From an optimization exercise on the open Yosys and OpenROAD flow, aimed at small area, a short achievable clock period and few clock cycles per item; shortcuts taken in it are not production practice. The RTL of this run was laid out without a check of its function. Power figures rest on the tool's default switching activity, not on a simulated workload.

`design.v`:
```
module ozhan_arith (
    input  wire        clk,
    input  wire        rst,         
    input  wire        in_valid,
    output wire        in_ready,
    input  wire [4:0]  op,
    input  wire [31:0] a,
    input  wire [3:0]  a_tag,
    input  wire [31:0] b,
    input  wire [3:0]  b_tag,
    output reg         out_valid,
    output reg  [31:0] r,           
    output reg  [3:0]  r_tag,
    output reg  [31:0] r2,          
    output reg  [3:0]  r2_tag,
    output reg         ov,
    output reg         sat,
    output reg         dz,
    output reg         tag_fault
);
    localparam OP_ADD  = 5'd0,  OP_SUB  = 5'd1,  OP_ADDS = 5'd2,  OP_SUBS = 5'd3;
    localparam OP_AND  = 5'd4,  OP_OR   = 5'd5,  OP_XOR  = 5'd6,  OP_SHL  = 5'd7;
    localparam OP_SHR  = 5'd8,  OP_SAR  = 5'd9,  OP_ROL  = 5'd10, OP_MIN  = 5'd11;
    localparam OP_MAX  = 5'd12, OP_CEQ  = 5'd13, OP_CLT  = 5'd14, OP_CLTU = 5'd15;
    localparam OP_TSET = 5'd16, OP_TCHK = 5'd17, OP_MULS = 5'd18, OP_MULU = 5'd19;
    localparam OP_DIVS = 5'd20, OP_DIVU = 5'd21;
    localparam T_RAW = 4'd0,  T_COUNT = 4'd1, T_TEMP = 4'd2,  T_PRES  = 4'd3;
    localparam T_FLOW = 4'd4, T_VOL   = 4'd5, T_TIME = 4'd6,  T_POWER = 4'd7;
    localparam T_ENERGY = 4'd8, T_FRAC = 4'd9, T_COND = 4'd10, T_STATE = 4'd11;
    localparam T_HANDLE = 4'd12, T_CURR = 4'd13, T_14 = 4'd14, T_POISON = 4'd15;
    localparam [31:0] MIN = 32'h8000_0000;
    localparam [31:0] MAX = 32'h7FFF_FFFF;
    function is_scalar(input [3:0] t);
        is_scalar = (t == T_COUNT) || (t == T_FRAC);
    endfunction
    function is_dim(input [3:0] t);
        is_dim = (t >= T_TEMP && t <= T_ENERGY) || (t == T_COND) || (t == T_CURR);
    endfunction
    function [4:0] tag_alu(input [3:0] ta, input [3:0] tb, input cmp);
        if (ta == T_POISON || tb == T_POISON)      tag_alu = {1'b0, T_POISON};
        else if (ta == T_14 || tb == T_14)         tag_alu = {1'b1, T_POISON};
        else if (ta == tb || ta == T_RAW || tb == T_RAW)
            tag_alu = {1'b0, cmp ? T_RAW : (ta == T_RAW ? tb : ta)};
        else                                        tag_alu = {1'b1, T_POISON};
    endfunction
    function [4:0] tag_shift(input [3:0] ta, input [3:0] tb);
        if (ta == T_POISON || tb == T_POISON)      tag_shift = {1'b0, T_POISON};
        else if (ta == T_14 || (tb != T_RAW && tb != T_COUNT))
                                                    tag_shift = {1'b1, T_POISON};
        else                                        tag_shift = {1'b0, ta};
    endfunction
    function [4:0] tag_mul(input [3:0] ta, input [3:0] tb);
        if (ta == T_POISON || tb == T_POISON)      tag_mul = {1'b0, T_POISON};
        else if (ta == T_14 || tb == T_14)         tag_mul = {1'b1, T_POISON};
        else if (ta == T_RAW)                      tag_mul = {1'b0, tb};
        else if (tb == T_RAW)                      tag_mul = {1'b0, ta};
        else if (is_scalar(ta) && is_scalar(tb))
            tag_mul = {1'b0, (ta == T_FRAC && tb == T_FRAC) ? T_FRAC : T_COUNT};
        else if (is_scalar(ta) && is_dim(tb))      tag_mul = {1'b0, tb};
        else if (is_scalar(tb) && is_dim(ta))      tag_mul = {1'b0, ta};
        else if ((ta == T_FLOW && tb == T_TIME) || (ta == T_TIME && tb == T_FLOW))
                                                    tag_mul = {1'b0, T_VOL};
        else if ((ta == T_POWER && tb == T_TIME) || (ta == T_TIME && tb == T_POWER))
                                                    tag_mul = {1'b0, T_ENERGY};
        else                                        tag_mul = {1'b1, T_POISON};
    endfunction
    function [4:0] tag_div(input [3:0] ta, input [3:0] tb);
        if (ta == T_POISON || tb == T_POISON)      tag_div = {1'b0, T_POISON};
        else if (ta == T_14 || tb == T_14)         tag_div = {1'b1, T_POISON};
        else if (ta == T_RAW)                      tag_div = {1'b0, tb};
        else if (tb == T_RAW)                      tag_div = {1'b0, ta};
        else if (ta == tb && (is_scalar(ta) || is_dim(ta)))
                                                    tag_div = {1'b0, T_FRAC};
        else if ((is_scalar(ta) || is_dim(ta)) && is_scalar(tb))
                                                    tag_div = {1'b0, ta};
        else if (ta == T_VOL && tb == T_TIME)      tag_div = {1'b0, T_FLOW};
        else if (ta == T_VOL && tb == T_FLOW)      tag_div = {1'b0, T_TIME};
        else if (ta == T_ENERGY && tb == T_TIME)   tag_div = {1'b0, T_POWER};
        else if (ta == T_ENERGY && tb == T_POWER)  tag_div = {1'b0, T_TIME};
        else                                        tag_div = {1'b1, T_POISON};
    endfunction
    function [1:0] mul_len(input [31:0] x, input sg);
        if (sg ? (&x[31:7]  || ~|x[31:7])  : ~|x[31:8])  mul_len = 2'd0;
        else if (sg ? (&x[31:15] || ~|x[31:15]) : ~|x[31:16]) mul_len = 2'd1;
        else if (sg ? (&x[31:23] || ~|x[31:23]) : ~|x[31:24]) mul_len = 2'd2;
        else                                                 mul_len = 2'd3;
    endfunction
    function [5:0] bit_len(input [31:0] x);
        integer i;
        begin
            bit_len = 6'd0;
            for (i = 0; i < 32; i = i + 1)
                if (x[i]) bit_len = i + 1;
        end
    endfunction
    reg        busy;            
    reg        iv;              
    reg [4:0]  q_op;
    reg [31:0] qa, qb;
    reg [3:0]  qta, qtb;
    reg        q_swap;          
    reg [1:0]  q_k;             
    assign in_ready = !busy;
    wire accept = in_valid && !busy;
    wire       in_muls = (op == OP_MULS);
    wire       in_mul  = (op == OP_MULS) || (op == OP_MULU);
    wire       in_div  = (op == OP_DIVS) || (op == OP_DIVU);
    wire [1:0] len_a   = mul_len(a, in_muls);
    wire [1:0] len_b   = mul_len(b, in_muls);
    wire       in_swap = len_a < len_b;
    wire [1:0] in_k    = in_swap ? len_a : len_b;
    wire [4:0] in_mt   = tag_mul(a_tag, b_tag);
    wire [4:0] in_dt   = tag_div(a_tag, b_tag);
    wire       in_multi = (in_mul && in_k != 2'd0 && in_mt[3:0] != T_POISON) ||
                          (in_div && in_dt[3:0] != T_POISON);
    localparam PH_FIRST = 3'd0, PH_MUL = 3'd1, PH_DNORM = 3'd2,
               PH_DITER = 3'd3, PH_DFIN = 3'd4;
    reg  [2:0] phase;
    reg  [5:0] cnt;             
    reg        dneg_q, dneg_r, dov;
    wire x_mul  = (q_op == OP_MULS) || (q_op == OP_MULU);
    wire x_muls = (q_op == OP_MULS);
    wire x_div  = (q_op == OP_DIVS) || (q_op == OP_DIVU);
    wire x_divs = (q_op == OP_DIVS);
    wire first  = (phase == PH_FIRST);
    wire [4:0] mul_t = tag_mul(qta, qtb);
    wire [4:0] div_t = tag_div(qta, qtb);
    wire a_sub = (q_op == OP_SUB) || (q_op == OP_SUBS) || (q_op == OP_MIN) ||
                 (q_op == OP_MAX) || (q_op == OP_CEQ) || (q_op == OP_CLT) ||
                 (q_op == OP_CLTU);
    wire a_ext = (q_op != OP_CLTU);
    wire [32:0] ax  = {a_ext & qa[31], qa};
    wire [32:0] bx  = {a_ext & qb[31], qb} ^ {33{a_sub}};
    wire [32:0] s33 = ax + bx + {32'd0, a_sub};
    wire s_ovf = s33[32] != s33[31];
    wire s_lt  = s33[32];
    wire s_eq  = (s33[31:0] == 32'd0);
    wire        d_norm = x_div && ((first && !(x_divs && (qa[31] || qb[31]))) ||
                                   (phase == PH_DNORM));
    wire [5:0]  la  = bit_len(qa);
    wire [5:0]  lb  = bit_len(qb);
    wire [6:0]  nd  = {1'b0, la} - {1'b0, lb} + 7'd1;
    wire [5:0]  n_eff = (lb == 6'd0 || nd[6] || nd == 7'd0) ? 6'd0 : nd[5:0];
    wire [4:0]  sh  = qb[4:0];
    wire        sh_left = (q_op == OP_SHL) || (q_op == OP_ROL);
    wire [4:0]  rot_amt = d_norm ? n_eff[4:0] : (sh_left ? (5'd0 - sh) : sh);
    wire [5:0]  msk_amt = d_norm ? n_eff : {1'b0, sh};
    wire [63:0] rot2 = {qa, qa} >> rot_amt;
    wire [31:0] rot  = rot2[31:0];
    wire [31:0] mrt  = 32'hFFFF_FFFF >> msk_amt;        
    wire [31:0] mlt;                                     
    genvar gi;
    generate for (gi = 0; gi < 32; gi = gi + 1) begin : g_ml
        assign mlt[gi] = mrt[31 - gi];
    end endgenerate
    wire sh_big = |qb[7:5];
    reg [31:0] alu_d;
    reg        alu_ov, alu_sat;
    always @(*) begin
        alu_d   = 32'd0;
        alu_ov  = 1'b0;
        alu_sat = 1'b0;
        case (q_op)
            OP_ADD, OP_SUB: begin alu_d = s33[31:0]; alu_ov = s_ovf; end
            OP_ADDS, OP_SUBS: begin
                alu_d   = s_ovf ? (s33[32] ? MIN : MAX) : s33[31:0];
                alu_sat = s_ovf;
            end
            OP_AND:  alu_d = qa & qb;
            OP_OR:   alu_d = qa | qb;
            OP_XOR:  alu_d = qa ^ qb;
            OP_SHL:  alu_d = sh_big ? 32'd0 : (rot & mlt);
            OP_SHR:  alu_d = sh_big ? 32'd0 : (rot & mrt);
            OP_SAR:  alu_d = sh_big ? {32{qa[31]}} : ((rot & mrt) | ({32{qa[31]}} & ~mrt));
            OP_ROL:  alu_d = rot;
            OP_MIN:  alu_d = s_lt ? qa : qb;
            OP_MAX:  alu_d = s_lt ? qb : qa;
            OP_CEQ:  alu_d = {31'd0, s_eq};
            OP_CLT, OP_CLTU: alu_d = {31'd0, s_lt};
            OP_TSET, OP_TCHK: alu_d = qa;
            default: alu_d = 32'd0;
        endcase
    end
    reg [4:0] alu_t;
    always @(*) begin
        case (q_op)
            OP_SHL, OP_SHR, OP_SAR, OP_ROL:
                alu_t = tag_shift(qta, qtb);
            OP_CEQ, OP_CLT, OP_CLTU:
                alu_t = tag_alu(qta, qtb, 1'b1);
            OP_TSET:
                if (qta == T_POISON || qtb == T_POISON || qb[3:0] == T_POISON)
                    alu_t = {1'b0, T_POISON};
                else if (qb[3:0] == T_14)
                    alu_t = {1'b1, T_POISON};
                else
                    alu_t = {1'b0, qb[3:0]};
            OP_TCHK:
                if (qta == T_POISON || qtb == T_POISON)
                    alu_t = {1'b0, T_POISON};
                else if (qta == T_14 || qb[3:0] == T_14)
                    alu_t = {1'b1, T_POISON};
                else if (qta == qb[3:0] || qta == T_RAW)
                    alu_t = {1'b0, qta};
                else
                    alu_t = {1'b1, T_POISON};
            default:
                alu_t = tag_alu(qta, qtb, 1'b0);
        endcase
    end
    wire [31:0] m_cand = q_swap ? qb : qa;
    wire [31:0] m_plier = q_swap ? qa : qb;
    wire [1:0]  m_idx  = first ? q_k : cnt[1:0];
    reg  [7:0]  m_chunk;
    always @(*) begin
        case (m_idx)
            2'd0: m_chunk = m_plier[7:0];
            2'd1: m_chunk = m_plier[15:8];
            2'd2: m_chunk = m_plier[23:16];
            default: m_chunk = m_plier[31:24];
        endcase
    end
    wire signed [32:0] m_c33 = {x_muls & m_cand[31], m_cand};
    wire signed [8:0]  m_ch9 = {first & x_muls & m_chunk[7], m_chunk};
    wire signed [63:0] m_acc = first ? 64'sd0 : $signed({r2[23:0], r, 8'd0});
    wire signed [63:0] m_sum = m_acc + m_c33 * m_ch9;
    wire        need_neg = x_divs && (qa[31] || qb[31]);
    wire [31:0] neg_a = 32'd0 - qa;
    wire [31:0] neg_r = 32'd0 - r2;
    wire [31:0] mag_b = qb[31] ? (32'd0 - qb) : qb;
    wire [32:0] d_sh  = {r2, qa[31]};
    wire [32:0] d_sub = d_sh - {1'b0, qb};
    wire        d_q   = !d_sub[32];
    wire [31:0] d_rem = d_q ? d_sub[31:0] : d_sh[31:0];
    wire [31:0] d_quo = {qa[30:0], d_q};
    wire        d_z   = (qb == 32'd0);
    always @(posedge clk) begin
        if (rst) begin
            busy      <= 1'b0;
            iv        <= 1'b0;
            phase     <= PH_FIRST;
            out_valid <= 1'b0;
        end else begin
            out_valid <= 1'b0;
            if (iv) begin
                case (phase)
                PH_FIRST: begin
                    if (x_mul) begin
                        if (mul_t[3:0] == T_POISON) begin
                            out_valid <= 1'b1;
                            iv <= 1'b0;
                            r <= 32'd0; r_tag <= T_POISON;
                            r2 <= 32'd0; r2_tag <= T_POISON;
                            ov <= 1'b0; sat <= 1'b0; dz <= 1'b0;
                            tag_fault <= mul_t[4];
                        end else begin
                            {r2, r} <= m_sum;
                            if (q_k == 2'd0) begin
                                out_valid <= 1'b1;
                                iv <= 1'b0;
                                r_tag <= mul_t[3:0]; r2_tag <= T_RAW;
                                ov <= 1'b0; sat <= 1'b0; dz <= 1'b0;
                                tag_fault <= 1'b0;
                            end else begin
                                phase <= PH_MUL;
                                cnt   <= {4'd0, q_k - 2'd1};
                                busy  <= (q_k != 2'd1);
                            end
                        end
                    end else if (x_div) begin
                        if (div_t[3:0] == T_POISON) begin
                            out_valid <= 1'b1;
                            iv <= 1'b0;
                            r <= 32'd0; r_tag <= T_POISON;
                            r2 <= 32'd0; r2_tag <= T_POISON;
                            ov <= 1'b0; sat <= 1'b0; dz <= 1'b0;
                            tag_fault <= div_t[4];
                        end else begin
                            dneg_q <= need_neg && (qa[31] != qb[31]);
                            dneg_r <= need_neg && qa[31];
                            dov    <= need_neg && (qa == MIN) && (qb == 32'hFFFF_FFFF);
                            if (need_neg) begin
                                qa <= qa[31] ? neg_a : qa;
                                qb <= mag_b;
                                phase <= PH_DNORM;
                            end else begin
                                r2 <= rot & mrt;
                                qa <= rot & ~mrt;
                                cnt <= n_eff;
                                if (n_eff == 6'd0) begin
                                    phase <= PH_DFIN;
                                    busy  <= 1'b0;
                                end else begin
                                    phase <= PH_DITER;
                                    busy  <= (n_eff != 6'd1);
                                end
                            end
                        end
                    end else begin
                        out_valid <= 1'b1;
                        iv <= 1'b0;
                        tag_fault <= alu_t[4];
                        r2 <= 32'd0; r2_tag <= T_RAW;
                        dz <= 1'b0;
                        if (alu_t[3:0] == T_POISON) begin
                            r <= 32'd0; r_tag <= T_POISON;
                            ov <= 1'b0; sat <= 1'b0;
                        end else begin
                            r <= alu_d; r_tag <= alu_t[3:0];
                            ov <= alu_ov; sat <= alu_sat;
                        end
                    end
                end
                PH_MUL: begin
                    {r2, r} <= m_sum;
                    cnt <= cnt - 6'd1;
                    busy <= (cnt[1:0] != 2'd1) && (cnt[1:0] != 2'd0);
                    if (cnt[1:0] == 2'd0) begin
                        out_valid <= 1'b1;
                        iv <= 1'b0;
                        phase <= PH_FIRST;
                        r_tag <= mul_t[3:0]; r2_tag <= T_RAW;
                        ov <= 1'b0; sat <= 1'b0; dz <= 1'b0;
                        tag_fault <= 1'b0;
                    end
                end
                PH_DNORM: begin
                    r2 <= rot & mrt;
                    qa <= rot & ~mrt;
                    cnt <= n_eff;
                    busy <= 1'b1;
                    if (n_eff == 6'd0) begin
                        phase <= PH_DFIN;
                        busy  <= 1'b0;
                    end else
                        phase <= PH_DITER;
                end
                PH_DITER: begin
                    r2  <= d_rem;
                    qa  <= d_quo;
                    cnt <= cnt - 6'd1;
                    if (dneg_q || dneg_r) begin
                        busy <= (cnt != 6'd1);
                        if (cnt == 6'd1) phase <= PH_DFIN;
                    end else begin
                        busy <= (cnt != 6'd2) && (cnt != 6'd1);
                        if (cnt == 6'd1) begin
                            phase <= PH_FIRST;
                            out_valid <= 1'b1;
                            iv <= 1'b0;
                            r <= d_quo; r_tag <= div_t[3:0];
                            r2_tag <= qta;
                            ov <= 1'b0; sat <= 1'b0; dz <= 1'b0;
                            tag_fault <= 1'b0;
                        end
                    end
                end
                default: begin  
                    phase <= PH_FIRST;
                    out_valid <= 1'b1;
                    iv <= 1'b0;
                    r <= d_z ? (!x_divs ? 32'hFFFF_FFFF : (dneg_r ? MIN : MAX))
                             : (dneg_q ? neg_a : qa);
                    r2 <= dneg_r ? neg_r : r2;
                    r_tag <= div_t[3:0];
                    r2_tag <= qta;
                    ov <= dov; sat <= 1'b0; dz <= d_z;
                    tag_fault <= 1'b0;
                end
                endcase
            end
            if (accept) begin
                iv     <= 1'b1;
                busy   <= in_multi;
                phase  <= PH_FIRST;
                q_op   <= op;
                qa     <= a;
                qb     <= b;
                qta    <= a_tag;
                qtb    <= b_tag;
                q_swap <= in_swap;
                q_k    <= in_k;
            end
        end
    end
endmodule
```
`run.sh`:
```
#!/bin/bash
# synth_recipe.tcl (not shown) runs the flow's synth.tcl, then flattens the netlist and writes it again
# the make line also repeats each setting of config.mk as NAME=value (left out here)
make -C /OpenROAD-flow-scripts/flow DESIGN_CONFIG=/design/flow/config.mk WORK_HOME=/design/flow/orfs CLKGATE_MAP_FILE= SYNTH_SCRIPT=/design/flow/synth_recipe.tcl finish
```
`config.mk`:
```
export PLATFORM = sky130hd
export DESIGN_NAME = ozhan_arith
export DESIGN_NICKNAME = ozhan_arith
export VERILOG_FILES = /design/flow/design.v
export SDC_FILE = /design/flow/constraint.sdc
export NUM_CORES = 4
export LEC_CHECK = 0
export CAP_MARGIN = 20
export CORE_MARGIN = 2
export CORE_UTILIZATION = 30
export PLACE_DENSITY = 0.5
export SLEW_MARGIN = 20
```
`constraint.sdc`:
```
create_clock -name core_clock -period 11.5 [get_ports {clk}]
set_input_delay 2.3000 -clock core_clock [delete_from_list [all_inputs] [get_ports {clk}]]
set_output_delay 2.3000 -clock core_clock [all_outputs]
set_load 0.01 [all_outputs]
```
==> results.json <==
{
  "status": "timing/DRC/antenna clean",
  "end_kind": "flip-flop",
  "cp_num_buf_inv": 4,
  "async_flop_share_pct": 0,
  "min_path_type": "flip-flop to flip-flop",
  "gp_congestion": 1.12,
  "crit_path_frequent_cell": "fa_1",
  "final.setup.worst_slack_ns": 0.625,
  "cts.sinks": 171,
  "root_buffer": "clkbuf_16",
  "crit_type": "flip-flop to flip-flop",
  "dp.final_hpwl_mm": 188,
  "cpPeakStageDelay_ns": 0.70,
  "avgSynthCellArea_sq_um": 7.83,
  "die_area_sq_um": 136000,
  "cp_top_family": "compound AO/OA/AOI/OAI gates",
  "finalNonFillerCells": 6957,
  "critPathRequiredTime_ns": 11.83,
  "drt_pass1_iterations": 6,
  "synth_area_leaders": "fa_1 (16%), edfxtp_1 (12%), ha_1 (8.9%)",
  "fp.dieH_um": 369,
  "p_leak_nw": 18.1,
  "fin_total_pwr_mw": 7.78,
  "cts_buffers": 17,
  "period_share_pct": 94.6,
  "fin_util_pct": 34.2,
  "syn_to_final_growth_pct": 13.0,
  "cap_violations": 0,
  "yosysSeqAreaShare_pct": 12.7,
  "route.antenna.remaining_nets": 0,
  "drt-total-wl_mm": 240,
  "cts_buffer_depth": 2,
  "path_clk_slew_ns": 0.10,
  "grt_use_total_pct": 34.4,
  "std_cell_rows": 133,
  "htree_levels": 4,
  "setup_violations": 0,
  "start_util_pct": 30.3,
  "timing.final.max_slew_violations": 0,
  "cts_hold_buf": 0,
  "synth_nets": 5777,
  "grt_pass1_wl_mm": 331,
  "skew_ns": 0.0265,
  "mappedNetlistArea_sq_um": 39900,
  "overflow": 0,
  "syn_inst": 5092,
  "ys_seq_elements": 171,
  "vdd_drop_max_uv": 253,
  "vias": 44200,
  "hold_viol_final": 0,
  "crit_arrival_ns": 11.21,
  "grt_max_degree": 54,
  "drtIter0Drc": 5979,
  "start_kind": "flip-flop",
  "cts_tree": "yes",
  "die_w_um": 369,
  "antenna_found_initial": 32,
  "io_buffers": 157,
  "place_ws_ns": 0.639,
  "ys_warn_count": 1,
  "synth_edf_count": 165,
  "worst_skew_pair.late_latency_ns": 0.58,
  "io_pins": 158,
  "vias_per_cell": 6.35,
  "timing.hold.ws_ns": 0.532,
  "critPathSlowestCell": "fa_1",
  "synth_flop_cell": "edfxtp_1",
  "synthDistinctLibCells": 104,
  "synth_top_cell_area_share_pct": 16.1,
  "powerDensity_nw_per_um2": 172,
  "yosys.area.top_type": "fa_1",
  "wl_per_cell_um": 34.5,
  "crit_fanout": 25,
  "dpl_cell_area_sq_um": 44400,
  "slew-limit-headroom_pct": 5.98,
  "setup-tns-final_ns": 0,
  "layout_min_cycle_time_ns": 10.88,
  "drcViolationCount": 0,
  "tightest_slew_ns": 1.41,
  "place_inst": 6910,
  "max_freq_mhz": 92.0,
  "rsz0062_at_grt": "no",
  "core-area_sq_um": 132000,
  "drive_gt1_share_pct": 8.10,
  "grt_pass1_vias": 41400,
  "num-nets-final": 5860,
  "stdcell_area_sq_um": 45100
}
-- kinds of logic after synthesis --
kind of cell	count (synthesis)	share of synthesized area, %
buffers and inverters	753	7.32
AND/OR/NAND/NOR	1626	19.2
XOR/XNOR	251	5.53
AO/OA/AOI/OAI	1492	25.2
adder cells (fa/ha/maj)	607	25.0
flip-flops	171	12.7
multiplexers	192	5.03
-- Yosys cell counts, types with 46 or more instances --
library cell / count
nor2_1: 388
fa_1: 320
nand2_1: 595
nor3_1: 100
nand3_1: 105
xnor2_1: 178
nor4_1: 60
a22oi_1: 48
o31ai_1: 69
a21o_1: 66
a21boi_0: 46
edfxtp_1: 165
and2_1: 86
xor2_1: 72
inv_1: 401
mux2i_1: 152
o21ai_0: 373
o211ai_1: 52
clkbuf_1: 275
a21oi_1: 283
ha_1: 285
a211oi_1: 56
nand4_1: 48
-- power by group --
group	internal [mW]	switching [mW]	leakage (nW)	total, mW
logic	2.00	4.30	16.2	6.30
clock network	0.347	0.347	0.289	0.694
registers	0.732	0.0541	1.61	0.786
-- what timing repair did --
item	CTS	global route
setup buffers	0	0
gates resized for setup	0	1
endpoints found under the setup margin	0	8
-- layout make-up --
class                      count  area (sq um)
fill                       14100         86700
multi-input combinational   4168         32200
sequential                   171          5080
timing repair buffer         393          3360
tap                         1755          2200
inverter                     424          1590
clock buffer                  19           433
clock inverter                13           179
antenna                       14          35.0
-- worst min-delay path: cells and delay by family (launching register included) --
kind             cells  cell delay (ns)
AO/OA/AOI/OAI        1             0.06
AND/OR/NAND/NOR      1             0.08
flip-flops           1             0.35
-- worst paths after layout --
check / from / to / slack, ns / cells after the start
setup / recovery: phase[1] / r2[27] / 0.62 / 30
setup reg to reg: phase[1] / r2[27] / 0.62 / 30
hold reg to reg: busy / busy / 0.53 / 2
hold / removal: busy / busy / 0.53 / 2
-- cell usage in the layout (no fill, tap or decap), types with 72 or more instances in the layout --
cell | Yosys | final
a21oi_1 | 283 | 275
and2_1 | 86 | 86
buf_4 | 3 | 235
clkdlybuf4s50_1 | 0 | 157
edfxtp_1 | 165 | 165
fa_1 | 320 | 320
ha_1 | 285 | 285
inv_1 | 401 | 401
mux2i_1 | 152 | 150
nand2_1 | 595 | 592
nand3_1 | 105 | 104
nor2_1 | 388 | 385
nor3_1 | 100 | 91
o21ai_0 | 373 | 368
xnor2_1 | 178 | 178
xor2_1 | 72 | 72
-- registers in the layout (all words and copies together) (netlist names), 2 cells and up --
register / cells
q_op: 5
qb: 32
r2_tag: 4
r2: 32
qtb: 4
cnt: 6
qta: 4
q_k: 2
phase: 3
r_tag: 4
r: 32
qa: 32
-- metal layers --
layer	GRT usage, %	wire [um]	share of wire, %	up-vias
met5	0.962	331	0.14	-
li1	-	-	-	18500
met2	48.6	96700	40	2955
met3	11.3	28000	12	774
met1	44.1	95500	40	21900
met4	23.4	19400	8.1	24

-- what the ideal ports hide --
No port has a modelled driver above. Below, the same layout with a new extraction and two added sets of constraints. Step 1: set_driving_cell puts a clkbuf_16 on clk and a buf_2 on each other input, an assumption about the parent block. Step 2 also shifts input and output timing later by t, the mid clock arrival at the registers, as if the neighbouring blocks saw the same clock. Slacks: ideal / step 1 / step 2; pairs: ideal / step 1.
t, ns: 0.639
slack for setup (ns): 0.625 / 0.625 / 0.625
worst slew at a driven data input, ns: 0.07
After both steps setup and hold are still met in this run. The setup slack of this run moves by 0.000 ns with the drivers and by 0.000 ns with both steps.
